Background: an optimization exercise with open tools, aiming at small area, a short achievable clock period and few clock cycles per item. Do not read the settings as production practice. The RTL was checked by simulation tests, not by an equivalence proof against the original design. Power is estimated from default activity; no workload was simulated.

==> flow/design.v <==
module aes_sbox (
    input  wire [7:0] a,
    output reg  [7:0] y
);
    always @(*) begin
        case (a)
            8'h00: y = 8'h63;
            8'h01: y = 8'h7c;
            8'h02: y = 8'h77;
            8'h03: y = 8'h7b;
            8'h04: y = 8'hf2;
            8'h05: y = 8'h6b;
            8'h06: y = 8'h6f;
            8'h07: y = 8'hc5;
            8'h08: y = 8'h30;
            8'h09: y = 8'h01;
            8'h0a: y = 8'h67;
            8'h0b: y = 8'h2b;
            8'h0c: y = 8'hfe;
            8'h0d: y = 8'hd7;
            8'h0e: y = 8'hab;
            8'h0f: y = 8'h76;
            8'h10: y = 8'hca;
            8'h11: y = 8'h82;
            8'h12: y = 8'hc9;
            8'h13: y = 8'h7d;
            8'h14: y = 8'hfa;
            8'h15: y = 8'h59;
            8'h16: y = 8'h47;
            8'h17: y = 8'hf0;
            8'h18: y = 8'had;
            8'h19: y = 8'hd4;
            8'h1a: y = 8'ha2;
            8'h1b: y = 8'haf;
            8'h1c: y = 8'h9c;
            8'h1d: y = 8'ha4;
            8'h1e: y = 8'h72;
            8'h1f: y = 8'hc0;
            8'h20: y = 8'hb7;
            8'h21: y = 8'hfd;
            8'h22: y = 8'h93;
            8'h23: y = 8'h26;
            8'h24: y = 8'h36;
            8'h25: y = 8'h3f;
            8'h26: y = 8'hf7;
            8'h27: y = 8'hcc;
            8'h28: y = 8'h34;
            8'h29: y = 8'ha5;
            8'h2a: y = 8'he5;
            8'h2b: y = 8'hf1;
            8'h2c: y = 8'h71;
            8'h2d: y = 8'hd8;
            8'h2e: y = 8'h31;
            8'h2f: y = 8'h15;
            8'h30: y = 8'h04;
            8'h31: y = 8'hc7;
            8'h32: y = 8'h23;
            8'h33: y = 8'hc3;
            8'h34: y = 8'h18;
            8'h35: y = 8'h96;
            8'h36: y = 8'h05;
            8'h37: y = 8'h9a;
            8'h38: y = 8'h07;
            8'h39: y = 8'h12;
            8'h3a: y = 8'h80;
            8'h3b: y = 8'he2;
            8'h3c: y = 8'heb;
            8'h3d: y = 8'h27;
            8'h3e: y = 8'hb2;
            8'h3f: y = 8'h75;
            8'h40: y = 8'h09;
            8'h41: y = 8'h83;
            8'h42: y = 8'h2c;
            8'h43: y = 8'h1a;
            8'h44: y = 8'h1b;
            8'h45: y = 8'h6e;
            8'h46: y = 8'h5a;
            8'h47: y = 8'ha0;
            8'h48: y = 8'h52;
            8'h49: y = 8'h3b;
            8'h4a: y = 8'hd6;
            8'h4b: y = 8'hb3;
            8'h4c: y = 8'h29;
            8'h4d: y = 8'he3;
            8'h4e: y = 8'h2f;
            8'h4f: y = 8'h84;
            8'h50: y = 8'h53;
            8'h51: y = 8'hd1;
            8'h52: y = 8'h00;
            8'h53: y = 8'hed;
            8'h54: y = 8'h20;
            8'h55: y = 8'hfc;
            8'h56: y = 8'hb1;
            8'h57: y = 8'h5b;
            8'h58: y = 8'h6a;
            8'h59: y = 8'hcb;
            8'h5a: y = 8'hbe;
            8'h5b: y = 8'h39;
            8'h5c: y = 8'h4a;
            8'h5d: y = 8'h4c;
            8'h5e: y = 8'h58;
            8'h5f: y = 8'hcf;
            8'h60: y = 8'hd0;
            8'h61: y = 8'hef;
            8'h62: y = 8'haa;
            8'h63: y = 8'hfb;
            8'h64: y = 8'h43;
            8'h65: y = 8'h4d;
            8'h66: y = 8'h33;
            8'h67: y = 8'h85;
            8'h68: y = 8'h45;
            8'h69: y = 8'hf9;
            8'h6a: y = 8'h02;
            8'h6b: y = 8'h7f;
            8'h6c: y = 8'h50;
            8'h6d: y = 8'h3c;
            8'h6e: y = 8'h9f;
            8'h6f: y = 8'ha8;
            8'h70: y = 8'h51;
            8'h71: y = 8'ha3;
            8'h72: y = 8'h40;
            8'h73: y = 8'h8f;
            8'h74: y = 8'h92;
            8'h75: y = 8'h9d;
            8'h76: y = 8'h38;
            8'h77: y = 8'hf5;
            8'h78: y = 8'hbc;
            8'h79: y = 8'hb6;
            8'h7a: y = 8'hda;
            8'h7b: y = 8'h21;
            8'h7c: y = 8'h10;
            8'h7d: y = 8'hff;
            8'h7e: y = 8'hf3;
            8'h7f: y = 8'hd2;
            8'h80: y = 8'hcd;
            8'h81: y = 8'h0c;
            8'h82: y = 8'h13;
            8'h83: y = 8'hec;
            8'h84: y = 8'h5f;
            8'h85: y = 8'h97;
            8'h86: y = 8'h44;
            8'h87: y = 8'h17;
            8'h88: y = 8'hc4;
            8'h89: y = 8'ha7;
            8'h8a: y = 8'h7e;
            8'h8b: y = 8'h3d;
            8'h8c: y = 8'h64;
            8'h8d: y = 8'h5d;
            8'h8e: y = 8'h19;
            8'h8f: y = 8'h73;
            8'h90: y = 8'h60;
            8'h91: y = 8'h81;
            8'h92: y = 8'h4f;
            8'h93: y = 8'hdc;
            8'h94: y = 8'h22;
            8'h95: y = 8'h2a;
            8'h96: y = 8'h90;
            8'h97: y = 8'h88;
            8'h98: y = 8'h46;
            8'h99: y = 8'hee;
            8'h9a: y = 8'hb8;
            8'h9b: y = 8'h14;
            8'h9c: y = 8'hde;
            8'h9d: y = 8'h5e;
            8'h9e: y = 8'h0b;
            8'h9f: y = 8'hdb;
            8'ha0: y = 8'he0;
            8'ha1: y = 8'h32;
            8'ha2: y = 8'h3a;
            8'ha3: y = 8'h0a;
            8'ha4: y = 8'h49;
            8'ha5: y = 8'h06;
            8'ha6: y = 8'h24;
            8'ha7: y = 8'h5c;
            8'ha8: y = 8'hc2;
            8'ha9: y = 8'hd3;
            8'haa: y = 8'hac;
            8'hab: y = 8'h62;
            8'hac: y = 8'h91;
            8'had: y = 8'h95;
            8'hae: y = 8'he4;
            8'haf: y = 8'h79;
            8'hb0: y = 8'he7;
            8'hb1: y = 8'hc8;
            8'hb2: y = 8'h37;
            8'hb3: y = 8'h6d;
            8'hb4: y = 8'h8d;
            8'hb5: y = 8'hd5;
            8'hb6: y = 8'h4e;
            8'hb7: y = 8'ha9;
            8'hb8: y = 8'h6c;
            8'hb9: y = 8'h56;
            8'hba: y = 8'hf4;
            8'hbb: y = 8'hea;
            8'hbc: y = 8'h65;
            8'hbd: y = 8'h7a;
            8'hbe: y = 8'hae;
            8'hbf: y = 8'h08;
            8'hc0: y = 8'hba;
            8'hc1: y = 8'h78;
            8'hc2: y = 8'h25;
            8'hc3: y = 8'h2e;
            8'hc4: y = 8'h1c;
            8'hc5: y = 8'ha6;
            8'hc6: y = 8'hb4;
            8'hc7: y = 8'hc6;
            8'hc8: y = 8'he8;
            8'hc9: y = 8'hdd;
            8'hca: y = 8'h74;
            8'hcb: y = 8'h1f;
            8'hcc: y = 8'h4b;
            8'hcd: y = 8'hbd;
            8'hce: y = 8'h8b;
            8'hcf: y = 8'h8a;
            8'hd0: y = 8'h70;
            8'hd1: y = 8'h3e;
            8'hd2: y = 8'hb5;
            8'hd3: y = 8'h66;
            8'hd4: y = 8'h48;
            8'hd5: y = 8'h03;
            8'hd6: y = 8'hf6;
            8'hd7: y = 8'h0e;
            8'hd8: y = 8'h61;
            8'hd9: y = 8'h35;
            8'hda: y = 8'h57;
            8'hdb: y = 8'hb9;
            8'hdc: y = 8'h86;
            8'hdd: y = 8'hc1;
            8'hde: y = 8'h1d;
            8'hdf: y = 8'h9e;
            8'he0: y = 8'he1;
            8'he1: y = 8'hf8;
            8'he2: y = 8'h98;
            8'he3: y = 8'h11;
            8'he4: y = 8'h69;
            8'he5: y = 8'hd9;
            8'he6: y = 8'h8e;
            8'he7: y = 8'h94;
            8'he8: y = 8'h9b;
            8'he9: y = 8'h1e;
            8'hea: y = 8'h87;
            8'heb: y = 8'he9;
            8'hec: y = 8'hce;
            8'hed: y = 8'h55;
            8'hee: y = 8'h28;
            8'hef: y = 8'hdf;
            8'hf0: y = 8'h8c;
            8'hf1: y = 8'ha1;
            8'hf2: y = 8'h89;
            8'hf3: y = 8'h0d;
            8'hf4: y = 8'hbf;
            8'hf5: y = 8'he6;
            8'hf6: y = 8'h42;
            8'hf7: y = 8'h68;
            8'hf8: y = 8'h41;
            8'hf9: y = 8'h99;
            8'hfa: y = 8'h2d;
            8'hfb: y = 8'h0f;
            8'hfc: y = 8'hb0;
            8'hfd: y = 8'h54;
            8'hfe: y = 8'hbb;
            8'hff: y = 8'h16;
            default: y = 8'h00;
        endcase
    end
endmodule
module aes_round (
    input  wire [127:0] state_in,
    input  wire [127:0] round_key,
    input  wire         final_round,
    output wire [127:0] state_out
);
    wire [7:0] b  [0:15];
    wire [7:0] sb [0:15];
    wire [7:0] sr [0:15];
    genvar i;
    generate
        for (i = 0; i < 16; i = i + 1) begin : g_sub
            assign b[i] = state_in[127 - 8*i -: 8];
            aes_sbox u_sbox (.a(b[i]), .y(sb[i]));
        end
    endgenerate
    generate
        for (i = 0; i < 16; i = i + 1) begin : g_shift
            assign sr[i] = sb[(i + 4 * (i % 4)) % 16];
        end
    endgenerate
    function [7:0] xtime;
        input [7:0] x;
        xtime = {x[6:0], 1'b0} ^ (x[7] ? 8'h1b : 8'h00);
    endfunction
    wire [127:0] mixed;
    wire [127:0] shifted;
    generate
        for (i = 0; i < 4; i = i + 1) begin : g_mix
            wire [7:0] a0 = sr[4*i];
            wire [7:0] a1 = sr[4*i+1];
            wire [7:0] a2 = sr[4*i+2];
            wire [7:0] a3 = sr[4*i+3];
            assign mixed[127 - 32*i -: 32] = {
                xtime(a0) ^ xtime(a1) ^ a1 ^ a2 ^ a3,
                a0 ^ xtime(a1) ^ xtime(a2) ^ a2 ^ a3,
                a0 ^ a1 ^ xtime(a2) ^ xtime(a3) ^ a3,
                xtime(a0) ^ a0 ^ a1 ^ a2 ^ xtime(a3)
            };
            assign shifted[127 - 32*i -: 32] = {sr[4*i], sr[4*i+1], sr[4*i+2], sr[4*i+3]};
        end
    endgenerate
    assign state_out = (final_round ? shifted : mixed) ^ round_key;
endmodule
module aes256_key_step (
    input  wire [127:0] prev,
    input  wire [127:0] last,
    input  wire         rot_step,
    input  wire [7:0]   rcon,
    output wire [127:0] next
);
    wire [31:0] w3 = last[31:0];
    wire [31:0] rot = rot_step ? {w3[23:0], w3[31:24]} : w3;
    wire [31:0] sub;
    aes_sbox u_s0 (.a(rot[31:24]), .y(sub[31:24]));
    aes_sbox u_s1 (.a(rot[23:16]), .y(sub[23:16]));
    aes_sbox u_s2 (.a(rot[15:8]),  .y(sub[15:8]));
    aes_sbox u_s3 (.a(rot[7:0]),   .y(sub[7:0]));
    wire [31:0] t  = sub ^ (rot_step ? {rcon, 24'h000000} : 32'h00000000);
    wire [31:0] c0 = prev[127:96] ^ t;
    wire [31:0] c1 = prev[95:64]  ^ c0;
    wire [31:0] c2 = prev[63:32]  ^ c1;
    wire [31:0] c3 = prev[31:0]   ^ c2;
    assign next = {c0, c1, c2, c3};
endmodule
module prl_tag_engine (
    input  wire         clk,
    input  wire         rst,           
    input  wire         cmd_valid,
    output wire         cmd_ready,
    input  wire [1:0]   cmd_op,        
    input  wire [1:0]   cmd_ksel,      
    input  wire [255:0] cmd_key,       
    input  wire [47:0]  cmd_frame,     
    input  wire [4:0]   cmd_pair,
    input  wire [7:0]   cmd_place,
    input  wire [7:0]   cmd_where,
    input  wire [3:0]   cmd_elem,
    input  wire [11:0]  cmd_obj,
    input  wire [2:0]   cmd_kind,
    input  wire [7:0]   cmd_state,
    output wire         tag_valid,
    input  wire         tag_ready,
    output wire [63:0]  tag,
    output wire         key_a_present,
    output wire         key_b_present
);
    localparam [1:0] OP_TAG   = 2'd0;
    localparam [1:0] OP_LOAD  = 2'd1;
    localparam [1:0] OP_CLEAR = 2'd2;
    localparam [1:0] S_IDLE  = 2'd0;
    localparam [1:0] S_RUN   = 2'd1;
    localparam [1:0] S_START = 2'd2;   
    localparam [1:0] S_OUT   = 2'd3;
    reg [1:0]   st;
    reg [255:0] key_a;
    reg [255:0] key_b;
    reg         key_a_ok;
    reg         key_b_ok;
    reg [127:0] msg;         
    reg         sel_b;       
    reg         pass;        
    reg [3:0]   rnd;         
    reg [127:0] aes_state;
    reg [255:0] kreg;        
    reg [63:0]  tag_q;
    wire [255:0] cur_key = sel_b ? key_b : key_a;
    wire [127:0] cmd_msg = {cmd_frame, 3'b000, cmd_pair, cmd_place, cmd_where,
                            4'h0, cmd_elem, 4'h0, cmd_obj, 5'b00000, cmd_kind,
                            cmd_state, 16'h0000};
    wire cmd_fire = cmd_valid && cmd_ready;
    wire slot_ok  = (cmd_ksel == 2'd0 && key_a_ok) || (cmd_ksel == 2'd1 && key_b_ok);
    wire [127:0] round_out;
    aes_round u_round (
        .state_in    (aes_state),
        .round_key   (kreg[127:0]),
        .final_round (rnd == 4'd14),
        .state_out   (round_out)
    );
    reg [7:0] rcon;
    always @(*) begin
        case (rnd)
            4'd1:    rcon = 8'h01;
            4'd3:    rcon = 8'h02;
            4'd5:    rcon = 8'h04;
            4'd7:    rcon = 8'h08;
            4'd9:    rcon = 8'h10;
            4'd11:   rcon = 8'h20;
            4'd13:   rcon = 8'h40;
            default: rcon = 8'h00;
        endcase
    end
    wire [127:0] next_rk;
    aes256_key_step u_key (
        .prev     (kreg[255:128]),
        .last     (kreg[127:0]),
        .rot_step (rnd[0]),
        .rcon     (rcon),
        .next     (next_rk)
    );
    wire [127:0] k1 = {aes_state[126:0], 1'b0} ^ (aes_state[127] ? 128'h87 : 128'h0);
    always @(posedge clk) begin
        if (rst) begin
            st        <= S_IDLE;
            key_a     <= 256'd0;
            key_b     <= 256'd0;
            key_a_ok  <= 1'b0;
            key_b_ok  <= 1'b0;
            msg       <= 128'd0;
            sel_b     <= 1'b0;
            pass      <= 1'b0;
            rnd       <= 4'd0;
            aes_state <= 128'd0;
            kreg      <= 256'd0;
            tag_q     <= 64'd0;
        end else begin
            case (st)
                S_IDLE: begin
                    if (cmd_fire) begin
                        case (cmd_op)
                            OP_TAG: begin
                                if (slot_ok) begin
                                    msg       <= cmd_msg;
                                    sel_b     <= cmd_ksel[0];
                                    pass      <= 1'b0;
                                    rnd       <= 4'd1;
                                    aes_state <= cmd_ksel[0] ? key_b[255:128] : key_a[255:128];
                                    kreg      <= cmd_ksel[0] ? key_b : key_a;
                                    st        <= S_RUN;
                                end else begin
                                    tag_q <= 64'd0;   
                                    st    <= S_OUT;
                                end
                            end
                            OP_LOAD: begin
                                if (cmd_ksel == 2'd0) begin
                                    key_a    <= cmd_key;
                                    key_a_ok <= 1'b1;
                                end else if (cmd_ksel == 2'd1) begin
                                    key_b    <= cmd_key;
                                    key_b_ok <= 1'b1;
                                end
                            end
                            OP_CLEAR: begin
                                key_a    <= 256'd0;
                                key_b    <= 256'd0;
                                key_a_ok <= 1'b0;
                                key_b_ok <= 1'b0;
                            end
                            default: ;
                        endcase
                    end
                end
                S_RUN: begin
                    aes_state <= round_out;
                    kreg      <= {kreg[127:0], next_rk};
                    rnd       <= rnd + 4'd1;
                    if (rnd == 4'd14) begin
                        if (pass) begin
                            tag_q <= {1'b0, sel_b, round_out[127:66]};
                            st    <= S_OUT;
                        end else begin
                            st    <= S_START;
                        end
                    end
                end
                S_START: begin
                    aes_state <= msg ^ k1 ^ cur_key[255:128];
                    kreg      <= cur_key;
                    rnd       <= 4'd1;
                    pass      <= 1'b1;
                    st        <= S_RUN;
                end
                S_OUT: begin
                    if (tag_ready)
                        st <= S_IDLE;
                end
                default: st <= S_IDLE;
            endcase
        end
    end
    assign cmd_ready     = (st == S_IDLE);
    assign tag_valid     = (st == S_OUT);
    assign tag           = tag_q;
    assign key_a_present = key_a_ok;
    assign key_b_present = key_b_ok;
endmodule
==> flow/run.sh <==
#!/bin/bash
# synth_recipe.tcl (not shown) runs the flow's synth.tcl, then flattens the netlist and writes it again
# the make line also repeats each setting of config.mk as NAME=value (left out here)
make -C /OpenROAD-flow-scripts/flow DESIGN_CONFIG=/design/flow/config.mk WORK_HOME=/design/flow/orfs CLKGATE_MAP_FILE= SYNTH_SCRIPT=/design/flow/synth_recipe.tcl finish
==> flow/config.mk <==
export PLATFORM = sky130hd
export DESIGN_NAME = prl_tag_engine
export DESIGN_NICKNAME = prl_tag_engine
export VERILOG_FILES = /design/flow/design.v
export SDC_FILE = /design/flow/constraint.sdc
export NUM_CORES = 8
export LEC_CHECK = 0
export CAP_MARGIN = 20
export CORE_MARGIN = 2
export CORE_UTILIZATION = 25
export PLACE_DENSITY = 0.45
export SLEW_MARGIN = 20
==> flow/constraint.sdc <==
create_clock -name core_clock -period 8.0 [get_ports {clk}]
set_input_delay 1.6000 -clock core_clock [delete_from_list [all_inputs] [get_ports {clk}]]
set_output_delay 1.6000 -clock core_clock [all_outputs]
set_load 0.01 [all_outputs]
==> run summary <==
==> worst min-delay path: cells and delay by family (launching register included) <==
family	cells	cell delay [ps]
simple gates	1	50
compound gates	1	50
flops	1	310
==> metrics by stage <==
step	area [um2]	hold WS, ps	setup WS, ps	utilization
floorplan	131300	425.0	2146	-
global placement	145900	448.3	276.5	0.2784
detailed placement	145900	450.7	476.9	0.2785
CTS	151300	460.6	1102	0.2888
global route	151400	479.8	911.4	0.2891
finish	151500	459.9	967.3	0.2891
==> report_power, final <==
group          total (W)  switching, W  internal [W]  leakage (nW)
Sequential        0.0103       0.00311       0.00718          9.71
Combinational     0.0676        0.0462        0.0215          40.7
Clock            0.00782       0.00334       0.00448          2.66
Total             0.0858        0.0526        0.0331          53.1
==> flip-flops by register name (all words and copies together) (netlist names), 2 cells and up <==
name              cells
u_round.g_mix.a0     32
kreg                256
u_round.g_mix.a2     32
key_a               256
rnd                   4
u_round.g_mix.a1     32
aes_state           128
st                    2
u_round.g_mix.a3     32
msg                  96
key_b               256
tag_q                63
==> synth_stat cells (78+ instances only) <==
cell type / count / area, um2
a21oi_1: 1832 / 9169
a31oi_1: 344 / 2152
nand2b_1: 106 / 663.1
nor3b_1: 107 / 803.3
a221oi_1: 264 / 2312
nor2b_1: 367 / 2296
o22ai_1: 234 / 1464
or3_1: 96 / 600.6
ha_1: 249 / 3115
dfxtp_1: 1193 / 23880
nor4_1: 118 / 738.2
buf_2: 638 / 3193
a211oi_1: 464 / 3483
o2111ai_1: 84 / 735.7
xnor2_1: 508 / 4449
xor2_1: 226 / 1979
mux2i_1: 378 / 3784
o31ai_1: 110 / 825.8
clkbuf_1: 1184 / 4444
nor3_1: 551 / 2758
a2111oi_0: 165 / 1445
nor2_1: 1744 / 6546
o221ai_1: 195 / 1708
nand4_1: 78 / 488.0
a22oi_1: 367 / 2755
nand3_1: 528 / 2643
inv_1: 228 / 855.8
o21ai_0: 1304 / 6526
nand2_1: 2372 / 8904
mux2_2: 129 / 1453
and2_1: 157 / 982.2
a311oi_1: 212 / 1857
o311ai_0: 196 / 1717
o211ai_1: 495 / 3716
and3_1: 81 / 506.7
buf_1: 198 / 743.2
xnor3_1: 125 / 2815
==> final timing paths <==
| kind | end | slack, ps | depth (start not counted) |
|---|---|---|---|
| max reg2reg | kreg[74]$_SDFFE_PP0N_ | 970 | 15 |
| max | kreg[74]$_SDFFE_PP0N_ | 970 | 15 |
| min | tag_q[8]$_SDFFE_PP0P_ | 460 | 2 |
| min reg2reg | tag_q[8]$_SDFFE_PP0P_ | 460 | 2 |
==> kinds of logic (layout without fill, tap and decap cells) <==
group / after synthesis / after routing / share of synthesized area
AO/OA/AOI/OAI: 7202 / 7202 / 0.3684
AND/OR/NAND/NOR: 6489 / 6489 / 0.2238
buffers and inverters: 2405 / 2246 / 0.07846
flip-flops: 1193 / 1193 / 0.1820
XOR/XNOR: 909 / 909 / 0.07868
multiplexers: 539 / 539 / 0.04495
adder cells (fa/ha/maj): 249 / 249 / 0.02374
other: 1 / 33 / 0.00002857
==> final cells by class <==
| type | count | share of cell area |
|---|---|---|
| Antenna cell | 32 | 0.0005287 |
| Clock buffer | 213 | 0.02990 |
| Clock inverter | 71 | 0.005741 |
| Inverter | 296 | 0.007534 |
| Multi-Input combinational cell | 15390 | 0.6452 |
| Sequential cell | 1193 | 0.1578 |
| Tap cell | 6968 | 0.05756 |
| Timing Repair Buffer | 1666 | 0.09577 |
==> layer usage <==
layer  track usage  vias to the layer above  wire length [um]
li1              -                    70300                 -
met1        0.4414                    82250            379200
met2        0.4775                    12020            378600
met3       0.09110                     2259            109200
met4        0.1808                       60             63510
met5             0                        -               393
==> flow_summary.yaml <==
setup_path:
  crit_required_ps: 8790
  slowest_delay_ps: 870
  path_cells: "buf_4, mux2i_1, buf_4, inv_2, ha_1, nand2b_1, a32oi_1, o21ai_0, o32a_1, a31oi_1, o21ai_1, xor2_1, xnor2_1, a221oi_1, nor4_1"
  crit_slowest_cell: "xor2_1"
  timing.critical_path.mode_cell: "buf_4"
  path_max_fanout: 39
  crit_type: "flop to flop"
  r2r-start: "rnd[0]$_SDFFE_PP0N_"
  cp_top_family: "compound AO/OA/AOI/OAI gates"
  worstPathArrival_ps: 7820
  crit_start: "rnd[0]$_SDFFE_PP0N_"
  start_kind: "flop"
  endpoint_kind: "flop"
  crit_buf_inv: 3
clock_tree:
  cts_hold_buf: 0
  worst_skew_pair.late_latency_ps: 960
  cts_buffer_depth: 4
  cts_tree: "yes"
  cts_made_buffers: 159
  cts-root-buf: "clkbuf_16"
  cts_num_sinks: 1193
  cts_setup_buffers: 0
  ctsResizeCount: 0
  htreeDepth: 4
  clk_pin_slew_ps: 60
placement:
  portBuffers: 426
  place.gp.congestion: 1.025
  hpwl_um: 688000
  place_inst: 25510
job:
  maxCapViolCount: 0
cells_and_area:
  nets: 19310
  multi_input_area_um2: 97720
  final_layout_size_suffix_gt1_frac: 0.1061
  fill_cells: 58100
  final_cell_mix: "nand2_1 (2366), a21oi_1 (1823), nor2_1 (1738), o21ai_0 (1302), dfxtp_1 (1184)"
  regArea_um2: 23900
  final_common_cell: "nand2_1"
  final_cells: 25830
  syn2layout_area_growth_pct: 15.40
sta:
  period_share: 0.8791
  worst_pin_slew_ps: 1374
  finClkSkew_ps: 133.8
  setup_viol: 0
  final_max_slew_viol_count: 0
  rsz0062_at_grt: "false"
  max_freq_mhz: 142.2
  relSlewSlack: 0.08199
  fin_crit_ps: 7033
  fin_setup_tns_ps: 0
  hold_viol_final: 0
yosys:
  synthArstFlopShare: 0
  syn_avg_cell_area_um2: 6.913
  ys_seq_area_frac: 0.1820
  synth_edf_count: 0
  syn_area_um2: 131300
  post_synth_num_cell_types: 124
  synth_seq_cells: 1193
  syn_inst: 18990
  yosys_warnings: 3
  synth_nets: 19600
  ys.flop_type: "dfxtp_1"
die:
  start_util: 0.2506
  core-area_um2: 523900
  die_h_um: 728.6
  io_pins: 428
  die_w_um: 728.6
  dieArea_um2: 530800
  num_rows: 266
global_routing:
  grt_first_pass_wirelength_um: 1278000
  antenna_found_initial: 94
  overflow: 0
  grt_max_degree: 155
  grt_usage: 0.3305
  grt_pass1_vias: 151900
detailed_routing:
  ant_nets: 0
  viasPerCell: 6.461
  drtIter0Drc: 26730
  wire_per_inst_um: 36.04
  totalWireLength_um: 930800
  drt-pass1-iter-count: 10
  vias: 166900
  drc_errors: 0
power_and_ir_drop:
  power_per_cell_area_nw_per_um2: 566.2
  power.leakage_nw: 53.07
  ir_worst_vdd_mv: 0.3521
  power_w: 0.08576
worst_hold_path:
  min_from: "tag_q[8]$_SDFFE_PP0P_"
  min_path_type: "flop to flop"
status:
  run_status: "complete, no violations"
Testbench counts, summed over its fixed seeds: cycles 59,536, tags 1,920.

what the ideal ports hide:
The flow's constraints put no driver on any port. The routed layout listed below was extracted and timed again, unchanged, in two steps. Step 1, drivers: a clkbuf_16 drives clk and a buf_2 each remaining input, both assumed. Step 2, shift: input delay + t, output delay - t, t = (earliest + latest rising clock arrival at the registers) / 2. This alone moves slack from input paths to output paths. a / b / c = no drivers / after step 1 / after step 2; a / b = the first two.
t (ns): 1.023
setup slack, ns: 0.967 / 0.967 / 0.184
worst register clock-pin slew, ns: 0.09 / 0.09
After both steps this run still meets setup and hold. For this run, drivers alone change the setup slack by 0.000 ns; drivers and shift together by -0.783 ns.
